From an optimization exercise on the open Yosys and OpenROAD flow, aimed at small area, a short achievable clock period and few clock cycles per item; shortcuts taken in it are not production practice. Function was checked by simulation only, so behaviour that the tests miss may differ from the original.

==> 08-01: inputs <==
==> flow/design.v (excerpt) <==
module casub_flit_enc (
    input  wire        clk,
    input  wire        rst,         
    input  wire        in_valid,
    output wire        in_ready,
    input  wire [63:0] in_data,
    output wire        out_valid,
    input  wire        out_ready,
    output wire [63:0] out_data,
    output wire        out_last
);
Settings: LEC_CHECK=0, CAP_MARGIN=20, CORE_MARGIN=2, CORE_UTILIZATION=40, PLACE_DENSITY=0.6, SLEW_MARGIN=20; clock period 10.0 ns.
standard.sh (not shown) runs the stock make flow with config.mk's settings and CLKGATE_MAP_FILE= SYNTH_SCRIPT=/design/flow/synth_recipe.tcl, a recipe that flattens the netlist after the stock synthesis.
==> flow/flow/run.sh <==
#!/bin/bash
# The standard layout, except:
#  - synthesis is ORFS's synthesis script unchanged, but ABC maps with
#    flow/abc_map.script (area-oriented mapping with no up-sizing; the timing
#    repair later sizes the critical paths) and the 3-input XOR/XNOR cells are
#    added to DONT_USE_CELLS for this step. Registers are mapped by the same
#    dfflibmap pass, so their names and cell types match the standard synthesis.
set -euo pipefail
DU="sky130_fd_sc_hd__probe_p_8 sky130_fd_sc_hd__probec_p_8 sky130_fd_sc_hd__lpflow_bleeder_1 sky130_fd_sc_hd__lpflow_clkbufkapwr_1 sky130_fd_sc_hd__lpflow_clkbufkapwr_16 sky130_fd_sc_hd__lpflow_clkbufkapwr_2 sky130_fd_sc_hd__lpflow_clkbufkapwr_4 sky130_fd_sc_hd__lpflow_clkbufkapwr_8 sky130_fd_sc_hd__lpflow_clkinvkapwr_1 sky130_fd_sc_hd__lpflow_clkinvkapwr_16 sky130_fd_sc_hd__lpflow_clkinvkapwr_2 sky130_fd_sc_hd__lpflow_clkinvkapwr_4 sky130_fd_sc_hd__lpflow_clkinvkapwr_8 sky130_fd_sc_hd__lpflow_decapkapwr_12 sky130_fd_sc_hd__lpflow_decapkapwr_3 sky130_fd_sc_hd__lpflow_decapkapwr_4 sky130_fd_sc_hd__lpflow_decapkapwr_6 sky130_fd_sc_hd__lpflow_decapkapwr_8 sky130_fd_sc_hd__lpflow_inputiso0n_1 sky130_fd_sc_hd__lpflow_inputiso0p_1 sky130_fd_sc_hd__lpflow_inputiso1n_1 sky130_fd_sc_hd__lpflow_inputiso1p_1 sky130_fd_sc_hd__lpflow_inputisolatch_1 sky130_fd_sc_hd__lpflow_isobufsrc_1 sky130_fd_sc_hd__lpflow_isobufsrc_16 sky130_fd_sc_hd__lpflow_isobufsrc_2 sky130_fd_sc_hd__lpflow_isobufsrc_4 sky130_fd_sc_hd__lpflow_isobufsrc_8 sky130_fd_sc_hd__lpflow_isobufsrckapwr_16 sky130_fd_sc_hd__lpflow_lsbuf_lh_hl_isowell_tap_1 sky130_fd_sc_hd__lpflow_lsbuf_lh_hl_isowell_tap_2 sky130_fd_sc_hd__lpflow_lsbuf_lh_hl_isowell_tap_4 sky130_fd_sc_hd__lpflow_lsbuf_lh_isowell_4 sky130_fd_sc_hd__lpflow_lsbuf_lh_isowell_tap_1 sky130_fd_sc_hd__lpflow_lsbuf_lh_isowell_tap_2 sky130_fd_sc_hd__lpflow_lsbuf_lh_isowell_tap_4  sky130_fd_sc_hd__xor3_1 sky130_fd_sc_hd__xor3_2 sky130_fd_sc_hd__xor3_4 sky130_fd_sc_hd__xnor3_1 sky130_fd_sc_hd__xnor3_2 sky130_fd_sc_hd__xnor3_4"
cp -r "$FLOW_HOME/scripts" myscripts
cp flow/abc_map.script myscripts/abc_speed.script
bash standard.sh SCRIPTS_DIR="$PWD/myscripts" "DONT_USE_CELLS=$DU" synth > flow_synth.log 2>&1
bash standard.sh SETUP_SLACK_MARGIN=6.6 'BUFFER_PORTS_ARGS=-buffer_cell sky130_fd_sc_hd__buf_1' finish > flow_standard.log 2>&1
==> flow/flow/abc_map.script <==
&get -n
&st
&dch
&nf
&put
==> 05-13: changes against 08-01 <==
--- a/flow/flow/run.sh
+++ b/flow/flow/run.sh
@@ -10,4 +10,4 @@
 cp -r "$FLOW_HOME/scripts" myscripts
 cp flow/abc_map.script myscripts/abc_speed.script
 bash standard.sh SCRIPTS_DIR="$PWD/myscripts" "DONT_USE_CELLS=$DU" synth > flow_synth.log 2>&1
-bash standard.sh SETUP_SLACK_MARGIN=6.6 'BUFFER_PORTS_ARGS=-buffer_cell sky130_fd_sc_hd__buf_1' finish > flow_standard.log 2>&1
+bash standard.sh SETUP_SLACK_MARGIN=6.6 'BUFFER_PORTS_ARGS=-buffer_cell sky130_fd_sc_hd__buf_1' CTS_CLUSTER_SIZE=22 CTS_CLUSTER_DIAMETER=100 PLACE_DENSITY=0.7 finish > flow_standard.log 2>&1
==> qor summary <==
quantity	08-01	05-13
Fraction of met3 tracks used by global routing	4.42%	5.79%
Fraction of area in clock buffers and inverters	4.00%	1.73%
Final clock period utilization by the worst path	34.4%	34.7%
Critical Path Source	out_q[47]	out_q[57]
Outcome	complete, no violations	complete, no violations
Endpoint, Worst Hold	sk_q[40]	sk_q[51]
Worst setup endpoint	out_q[61]	out_q[39]
Grt met1 use	43.2%	44.8%
Multi-input gate share of the layout cell area	64.6%	65.7%
Finished Layout Cells	4083	4059
Summed area of non-filler cells in the final layout	0.0331 sq mm	0.0326 sq mm
Testbench counts of 08-01, summed over its fixed seeds: cycles 12,296, flits 384.
Testbench counts of 05-13, summed over its fixed seeds: cycles 12,296, flits 384.

---

==> inputs of harbor <==
casub_flit_enc again, from the RTL that the note above started with.
clock: 10.0 ns
lec_check: 0
cap_margin: 20
core_margin: 2
core_utilization: 40
place_density: 0.6
slew_margin: 20
==> flow/flow/run.sh <==
#!/bin/bash
# The standard layout, except:
#  - synthesis is ORFS's synthesis script unchanged, but ABC maps with
#    flow/abc_map.script (area-oriented mapping with no up-sizing; the timing
#    repair later sizes the critical paths) and the 3-input XOR/XNOR cells are
#    added to DONT_USE_CELLS for this step. Registers are mapped by the same
#    dfflibmap pass, so their names and cell types match the standard synthesis.
set -euo pipefail
DU="sky130_fd_sc_hd__probe_p_8 sky130_fd_sc_hd__probec_p_8 sky130_fd_sc_hd__lpflow_bleeder_1 sky130_fd_sc_hd__lpflow_clkbufkapwr_1 sky130_fd_sc_hd__lpflow_clkbufkapwr_16 sky130_fd_sc_hd__lpflow_clkbufkapwr_2 sky130_fd_sc_hd__lpflow_clkbufkapwr_4 sky130_fd_sc_hd__lpflow_clkbufkapwr_8 sky130_fd_sc_hd__lpflow_clkinvkapwr_1 sky130_fd_sc_hd__lpflow_clkinvkapwr_16 sky130_fd_sc_hd__lpflow_clkinvkapwr_2 sky130_fd_sc_hd__lpflow_clkinvkapwr_4 sky130_fd_sc_hd__lpflow_clkinvkapwr_8 sky130_fd_sc_hd__lpflow_decapkapwr_12 sky130_fd_sc_hd__lpflow_decapkapwr_3 sky130_fd_sc_hd__lpflow_decapkapwr_4 sky130_fd_sc_hd__lpflow_decapkapwr_6 sky130_fd_sc_hd__lpflow_decapkapwr_8 sky130_fd_sc_hd__lpflow_inputiso0n_1 sky130_fd_sc_hd__lpflow_inputiso0p_1 sky130_fd_sc_hd__lpflow_inputiso1n_1 sky130_fd_sc_hd__lpflow_inputiso1p_1 sky130_fd_sc_hd__lpflow_inputisolatch_1 sky130_fd_sc_hd__lpflow_isobufsrc_1 sky130_fd_sc_hd__lpflow_isobufsrc_16 sky130_fd_sc_hd__lpflow_isobufsrc_2 sky130_fd_sc_hd__lpflow_isobufsrc_4 sky130_fd_sc_hd__lpflow_isobufsrc_8 sky130_fd_sc_hd__lpflow_isobufsrckapwr_16 sky130_fd_sc_hd__lpflow_lsbuf_lh_hl_isowell_tap_1 sky130_fd_sc_hd__lpflow_lsbuf_lh_hl_isowell_tap_2 sky130_fd_sc_hd__lpflow_lsbuf_lh_hl_isowell_tap_4 sky130_fd_sc_hd__lpflow_lsbuf_lh_isowell_4 sky130_fd_sc_hd__lpflow_lsbuf_lh_isowell_tap_1 sky130_fd_sc_hd__lpflow_lsbuf_lh_isowell_tap_2 sky130_fd_sc_hd__lpflow_lsbuf_lh_isowell_tap_4  sky130_fd_sc_hd__xor3_1 sky130_fd_sc_hd__xor3_2 sky130_fd_sc_hd__xor3_4 sky130_fd_sc_hd__xnor3_1 sky130_fd_sc_hd__xnor3_2 sky130_fd_sc_hd__xnor3_4"
cp -r "$FLOW_HOME/scripts" myscripts
cp flow/abc_map.script myscripts/abc_speed.script
bash standard.sh SCRIPTS_DIR="$PWD/myscripts" "DONT_USE_CELLS=$DU" synth > flow_synth.log 2>&1
bash standard.sh SETUP_SLACK_MARGIN=6.6 'BUFFER_PORTS_ARGS=-buffer_cell sky130_fd_sc_hd__buf_1' CAP_MARGIN=5 SLEW_MARGIN=5 finish > flow_standard.log 2>&1
Scripts as last shown in full above: flow/flow/abc_map.script
==> lagoon (differences from harbor) <==
--- a/flow/flow/run.sh
+++ b/flow/flow/run.sh
@@ -8,6 +8,6 @@
 set -euo pipefail
 DU="sky130_fd_sc_hd__probe_p_8 sky130_fd_sc_hd__probec_p_8 sky130_fd_sc_hd__lpflow_bleeder_1 sky130_fd_sc_hd__lpflow_clkbufkapwr_1 sky130_fd_sc_hd__lpflow_clkbufkapwr_16 sky130_fd_sc_hd__lpflow_clkbufkapwr_2 sky130_fd_sc_hd__lpflow_clkbufkapwr_4 sky130_fd_sc_hd__lpflow_clkbufkapwr_8 sky130_fd_sc_hd__lpflow_clkinvkapwr_1 sky130_fd_sc_hd__lpflow_clkinvkapwr_16 sky130_fd_sc_hd__lpflow_clkinvkapwr_2 sky130_fd_sc_hd__lpflow_clkinvkapwr_4 sky130_fd_sc_hd__lpflow_clkinvkapwr_8 sky130_fd_sc_hd__lpflow_decapkapwr_12 sky130_fd_sc_hd__lpflow_decapkapwr_3 sky130_fd_sc_hd__lpflow_decapkapwr_4 sky130_fd_sc_hd__lpflow_decapkapwr_6 sky130_fd_sc_hd__lpflow_decapkapwr_8 sky130_fd_sc_hd__lpflow_inputiso0n_1 sky130_fd_sc_hd__lpflow_inputiso0p_1 sky130_fd_sc_hd__lpflow_inputiso1n_1 sky130_fd_sc_hd__lpflow_inputiso1p_1 sky130_fd_sc_hd__lpflow_inputisolatch_1 sky130_fd_sc_hd__lpflow_isobufsrc_1 sky130_fd_sc_hd__lpflow_isobufsrc_16 sky130_fd_sc_hd__lpflow_isobufsrc_2 sky130_fd_sc_hd__lpflow_isobufsrc_4 sky130_fd_sc_hd__lpflow_isobufsrc_8 sky130_fd_sc_hd__lpflow_isobufsrckapwr_16 sky130_fd_sc_hd__lpflow_lsbuf_lh_hl_isowell_tap_1 sky130_fd_sc_hd__lpflow_lsbuf_lh_hl_isowell_tap_2 sky130_fd_sc_hd__lpflow_lsbuf_lh_hl_isowell_tap_4 sky130_fd_sc_hd__lpflow_lsbuf_lh_isowell_4 sky130_fd_sc_hd__lpflow_lsbuf_lh_isowell_tap_1 sky130_fd_sc_hd__lpflow_lsbuf_lh_isowell_tap_2 sky130_fd_sc_hd__lpflow_lsbuf_lh_isowell_tap_4  sky130_fd_sc_hd__xor3_1 sky130_fd_sc_hd__xor3_2 sky130_fd_sc_hd__xor3_4 sky130_fd_sc_hd__xnor3_1 sky130_fd_sc_hd__xnor3_2 sky130_fd_sc_hd__xnor3_4"
 cp -r "$FLOW_HOME/scripts" myscripts
 cp flow/abc_map.script myscripts/abc_speed.script
 bash standard.sh SCRIPTS_DIR="$PWD/myscripts" "DONT_USE_CELLS=$DU" synth > flow_synth.log 2>&1
-bash standard.sh SETUP_SLACK_MARGIN=6.6 'BUFFER_PORTS_ARGS=-buffer_cell sky130_fd_sc_hd__buf_1' CAP_MARGIN=5 SLEW_MARGIN=5 finish > flow_standard.log 2>&1
+bash standard.sh SETUP_SLACK_MARGIN=6.6 'BUFFER_PORTS_ARGS=-buffer_cell sky130_fd_sc_hd__buf_1' CTS_CLUSTER_SIZE=22 CTS_CLUSTER_DIAMETER=100 PLACE_DENSITY=0.5 finish > flow_standard.log 2>&1
==> pepper (differences from harbor) <==
--- a/flow/design.v
+++ b/flow/design.v
@@ -1842,23 +1842,24 @@
     wire b29  = (beat == 5'd29);
     wire ld   = !out_v || out_ready;
     wire have = sk_v || !dp || in_valid;
     wire take = ld && have;
     wire [63:0] src_in  = sk_v ? sk_q : in_data;
-    wire [63:0] src_gen = b29 ? ~crc_n : par(rem0_n, rem1_n);
-    wire [63:0] src = (sk_v || dp) ? src_in : src_gen;
+    wire [63:0] src_old = b29 ? ~crc   : par(rem0, rem1);
+    wire [63:0] src_new = b29 ? ~crc_n : par(rem0_n, rem1_n);
+    wire [63:0] src = (sk_v || dp) ? src_in : (fr ? src_new : src_old);
     wire sk_v_nx = !rst && !ld && (sk_v || (in_valid && rdy));
     wire dp_nx   = rst || (take ? ((beat < 5'd28) || (beat == 5'd31)) : dp);
     always @(posedge clk) begin
-        if (rst || (take && fr && !fd))
+        if (rst || (fr && !fd))
             crc <= {64{1'b1}};
-        else if (take && fd)
+        else if (fd)
             crc <= crc_n;
         if (rst) begin
             rem0 <= 64'd0;
             rem1 <= 64'd0;
-        end else if (take && fr) begin
+        end else if (fr) begin
             rem0 <= rem0_n;
             rem1 <= rem1_n;
         end
         if (!sk_v) sk_q <= in_data;
         sk_v <= sk_v_nx;
@@ -1870,14 +1871,14 @@
             out_v <= 1'b0;
             out_l <= 1'b0;
             fr    <= 1'b0;
             fd    <= 1'b0;
         end else begin
+            fr <= take;
+            fd <= take && dp;
             if (ld) out_v <= have;
             if (take) begin
-                fr    <= 1'b1;
-                fd    <= dp;
                 out_l <= (beat == 5'd31);
                 beat  <= beat + 5'd1;
             end
         end
     end
==> flow/flow/run.sh (replaced) <==
#!/bin/bash
# The standard layout, except:
#  - synthesis is ORFS's synthesis script unchanged but with the ABC mapping
#    script replaced by flow/abc_map.script (area-oriented mapping that keeps
#    the XOR networks of the RTL); registers are mapped by the same dfflibmap
#    pass, so names and cell types match the standard synthesis;
set -euo pipefail
MARGIN=6.4
cp -r "$FLOW_HOME/scripts" myscripts
cp flow/abc_map.script myscripts/abc_speed.script
cp flow/abc_map.script myscripts/abc_area.script
bash standard.sh SCRIPTS_DIR="$PWD/myscripts" synth > flow_synth.log 2>&1
bash standard.sh SETUP_SLACK_MARGIN=$MARGIN finish > flow_standard.log 2>&1
==> flow/flow/abc_map.script (replaced) <==
strash
dch
map -a
topo
stime -c
==> yarrow (differences from harbor) <==
--- a/flow/flow/run.sh
+++ b/flow/flow/run.sh
@@ -8,6 +8,6 @@
 set -euo pipefail
 DU="sky130_fd_sc_hd__probe_p_8 sky130_fd_sc_hd__probec_p_8 sky130_fd_sc_hd__lpflow_bleeder_1 sky130_fd_sc_hd__lpflow_clkbufkapwr_1 sky130_fd_sc_hd__lpflow_clkbufkapwr_16 sky130_fd_sc_hd__lpflow_clkbufkapwr_2 sky130_fd_sc_hd__lpflow_clkbufkapwr_4 sky130_fd_sc_hd__lpflow_clkbufkapwr_8 sky130_fd_sc_hd__lpflow_clkinvkapwr_1 sky130_fd_sc_hd__lpflow_clkinvkapwr_16 sky130_fd_sc_hd__lpflow_clkinvkapwr_2 sky130_fd_sc_hd__lpflow_clkinvkapwr_4 sky130_fd_sc_hd__lpflow_clkinvkapwr_8 sky130_fd_sc_hd__lpflow_decapkapwr_12 sky130_fd_sc_hd__lpflow_decapkapwr_3 sky130_fd_sc_hd__lpflow_decapkapwr_4 sky130_fd_sc_hd__lpflow_decapkapwr_6 sky130_fd_sc_hd__lpflow_decapkapwr_8 sky130_fd_sc_hd__lpflow_inputiso0n_1 sky130_fd_sc_hd__lpflow_inputiso0p_1 sky130_fd_sc_hd__lpflow_inputiso1n_1 sky130_fd_sc_hd__lpflow_inputiso1p_1 sky130_fd_sc_hd__lpflow_inputisolatch_1 sky130_fd_sc_hd__lpflow_isobufsrc_1 sky130_fd_sc_hd__lpflow_isobufsrc_16 sky130_fd_sc_hd__lpflow_isobufsrc_2 sky130_fd_sc_hd__lpflow_isobufsrc_4 sky130_fd_sc_hd__lpflow_isobufsrc_8 sky130_fd_sc_hd__lpflow_isobufsrckapwr_16 sky130_fd_sc_hd__lpflow_lsbuf_lh_hl_isowell_tap_1 sky130_fd_sc_hd__lpflow_lsbuf_lh_hl_isowell_tap_2 sky130_fd_sc_hd__lpflow_lsbuf_lh_hl_isowell_tap_4 sky130_fd_sc_hd__lpflow_lsbuf_lh_isowell_4 sky130_fd_sc_hd__lpflow_lsbuf_lh_isowell_tap_1 sky130_fd_sc_hd__lpflow_lsbuf_lh_isowell_tap_2 sky130_fd_sc_hd__lpflow_lsbuf_lh_isowell_tap_4  sky130_fd_sc_hd__xor3_1 sky130_fd_sc_hd__xor3_2 sky130_fd_sc_hd__xor3_4 sky130_fd_sc_hd__xnor3_1 sky130_fd_sc_hd__xnor3_2 sky130_fd_sc_hd__xnor3_4"
 cp -r "$FLOW_HOME/scripts" myscripts
 cp flow/abc_map.script myscripts/abc_speed.script
 bash standard.sh SCRIPTS_DIR="$PWD/myscripts" "DONT_USE_CELLS=$DU" synth > flow_synth.log 2>&1
-bash standard.sh SETUP_SLACK_MARGIN=6.6 'BUFFER_PORTS_ARGS=-buffer_cell sky130_fd_sc_hd__buf_1' CAP_MARGIN=5 SLEW_MARGIN=5 finish > flow_standard.log 2>&1
+bash standard.sh SETUP_SLACK_MARGIN=6.6 'BUFFER_PORTS_ARGS=-buffer_cell sky130_fd_sc_hd__buf_1' CTS_CLUSTER_SIZE=22 CTS_CLUSTER_DIAMETER=100 POST_GLOBAL_ROUTE_TCL=$PWD/flow/recover_area.tcl finish > flow_standard.log 2>&1
==> flow/flow/recover_area.tcl (new file) <==
puts "area recovery: start"
set_propagated_clock [all_clocks]
estimate_parasitics -global_routing
set ws0 [sta::worst_slack_cmd max]
puts "area recovery: worst slack [format %.4f [expr {$ws0 * 1e9}]] ns"
report_design_area
set db [ord::get_db]
set kept 0
set tried 0
foreach inst [[ord::get_db_block] getInsts] {
  set m [[$inst getMaster] getName]
  if {![regexp {^(sky130_fd_sc_hd__[a-z0-9]+)_([0-9]+)$} $m -> base sz]} continue
  if {$sz <= 1} continue
  if {[regexp {dfxtp|edfxtp|dfrtp|clkbuf|clkinv|tap|fill|decap|conb|dly} $base]} continue
  set name [$inst getName]
  if {[regexp {^(input|output|clkbuf|clkload)} $name]} continue
  set new ""
  foreach s {0 1 2 4 6 8} {
    if {$s >= $sz} break
    if {[$db findMaster "${base}_$s"] ne "NULL"} { set new "${base}_$s"; break }
  }
  if {$new eq ""} continue
  incr tried
  replace_cell $name $new
  if {[sta::worst_slack_cmd max] < $ws0} {
    replace_cell $name $m
  } else {
    incr kept
  }
}
puts "area recovery: down-sized $kept of $tried gates"
repair_design_helper
global_route -start_incremental
detailed_placement
global_route -end_incremental
estimate_parasitics -global_routing
puts "area recovery: worst slack [format %.4f [expr {[sta::worst_slack_cmd max] * 1e9}]] ns"
report_design_area
check_placement -verbose
write_guides $::env(RESULTS_DIR)/route.guide
==> run notes <==
metric                                                               yarrow               lagoon               harbor               pepper
Clock tree from TritonCTS                                                 -                built                built                built
Crit path launch type                                                     -            flip-flop            flip-flop            flip-flop
Reg-to-reg startpoint                                                     -  out_q[11]$_DFFE_PN_  out_q[35]$_DFFE_PN_  out_q[25]$_DFFE_PN_
Status                                               stopped before the end  timing/DRC/antenna clean  timing/DRC/antenna clean  timing/DRC/antenna clean
Failing step                                                 global routing                    -                    -                    -
Arrival time at the worst endpoint                                        -              3760 ps              3840 ps              3920 ps
Share of cell area taken by multi-input logic gates                       -                0.654                0.645                0.644
Worst-skew pair later-pin latency                                         -               600 ps               580 ps               590 ps
Core footprint                                                            -          65900 sq um          65900 sq um          72700 sq um
Footprint of the multi-input gates                                        -          21600 sq um          21300 sq um          24100 sq um
Simple-gate portion of the synthesized area                          0.0438               0.0438               0.0438                0.156
Achievable Freq                                                           -              292 MHz              284 MHz              275 MHz
Number of fill cells in the layout                                        -                 6356                 6250                 7123
Final HPWL DP                                                       80.1 mm              90.6 mm              80.2 mm               107 mm
Relative slew margins                                                     -                0.312                0.319                0.329
Testbench counts of harbor, summed over its fixed seeds: cycles 12,296, flits 384.
Testbench counts of lagoon, summed over its fixed seeds: cycles 12,296, flits 384.
Testbench counts of pepper, summed over its fixed seeds: cycles 12,296, flits 384.
Testbench counts of yarrow, summed over its fixed seeds: cycles 12,296, flits 384.

-- static timing again, ports no longer ideal --
The results above use ideal ports. As a check the final layouts listed here were re-extracted and re-timed, cells and wires unchanged.
Step 1, drivers: a clkbuf_16 drives clk and a buf_2 each remaining input, both assumed.
Step 2 times the ports against the registers' clock, not the clock port: input delays grow and output delays shrink by t, the midpoint of the rising clock arrivals with the driver on.
a / b / c = ideal / step 1 / step 2; a / b = the first two.
run	t (ns)	setup slack, ns	worst setup path at the end	worst slew at a driven data input, ns
08-01	0.627	6.562 / 6.551 / 6.181	input to register	0.05
05-13	0.602	6.535 / 6.535 / 6.136	input to register	0.06
harbor	0.619	6.482 / 6.482 / 6.142	input to register	0.05
lagoon	0.640	6.578 / 6.525 / 6.085	input to register	0.06
pepper	0.648	6.363 / 6.344 / 5.955	input to register	0.07
After both steps every run listed still meets setup and hold. The setup slack of lagoon, which loses most, moves by -0.053 ns with the drivers and by -0.493 ns with both steps.
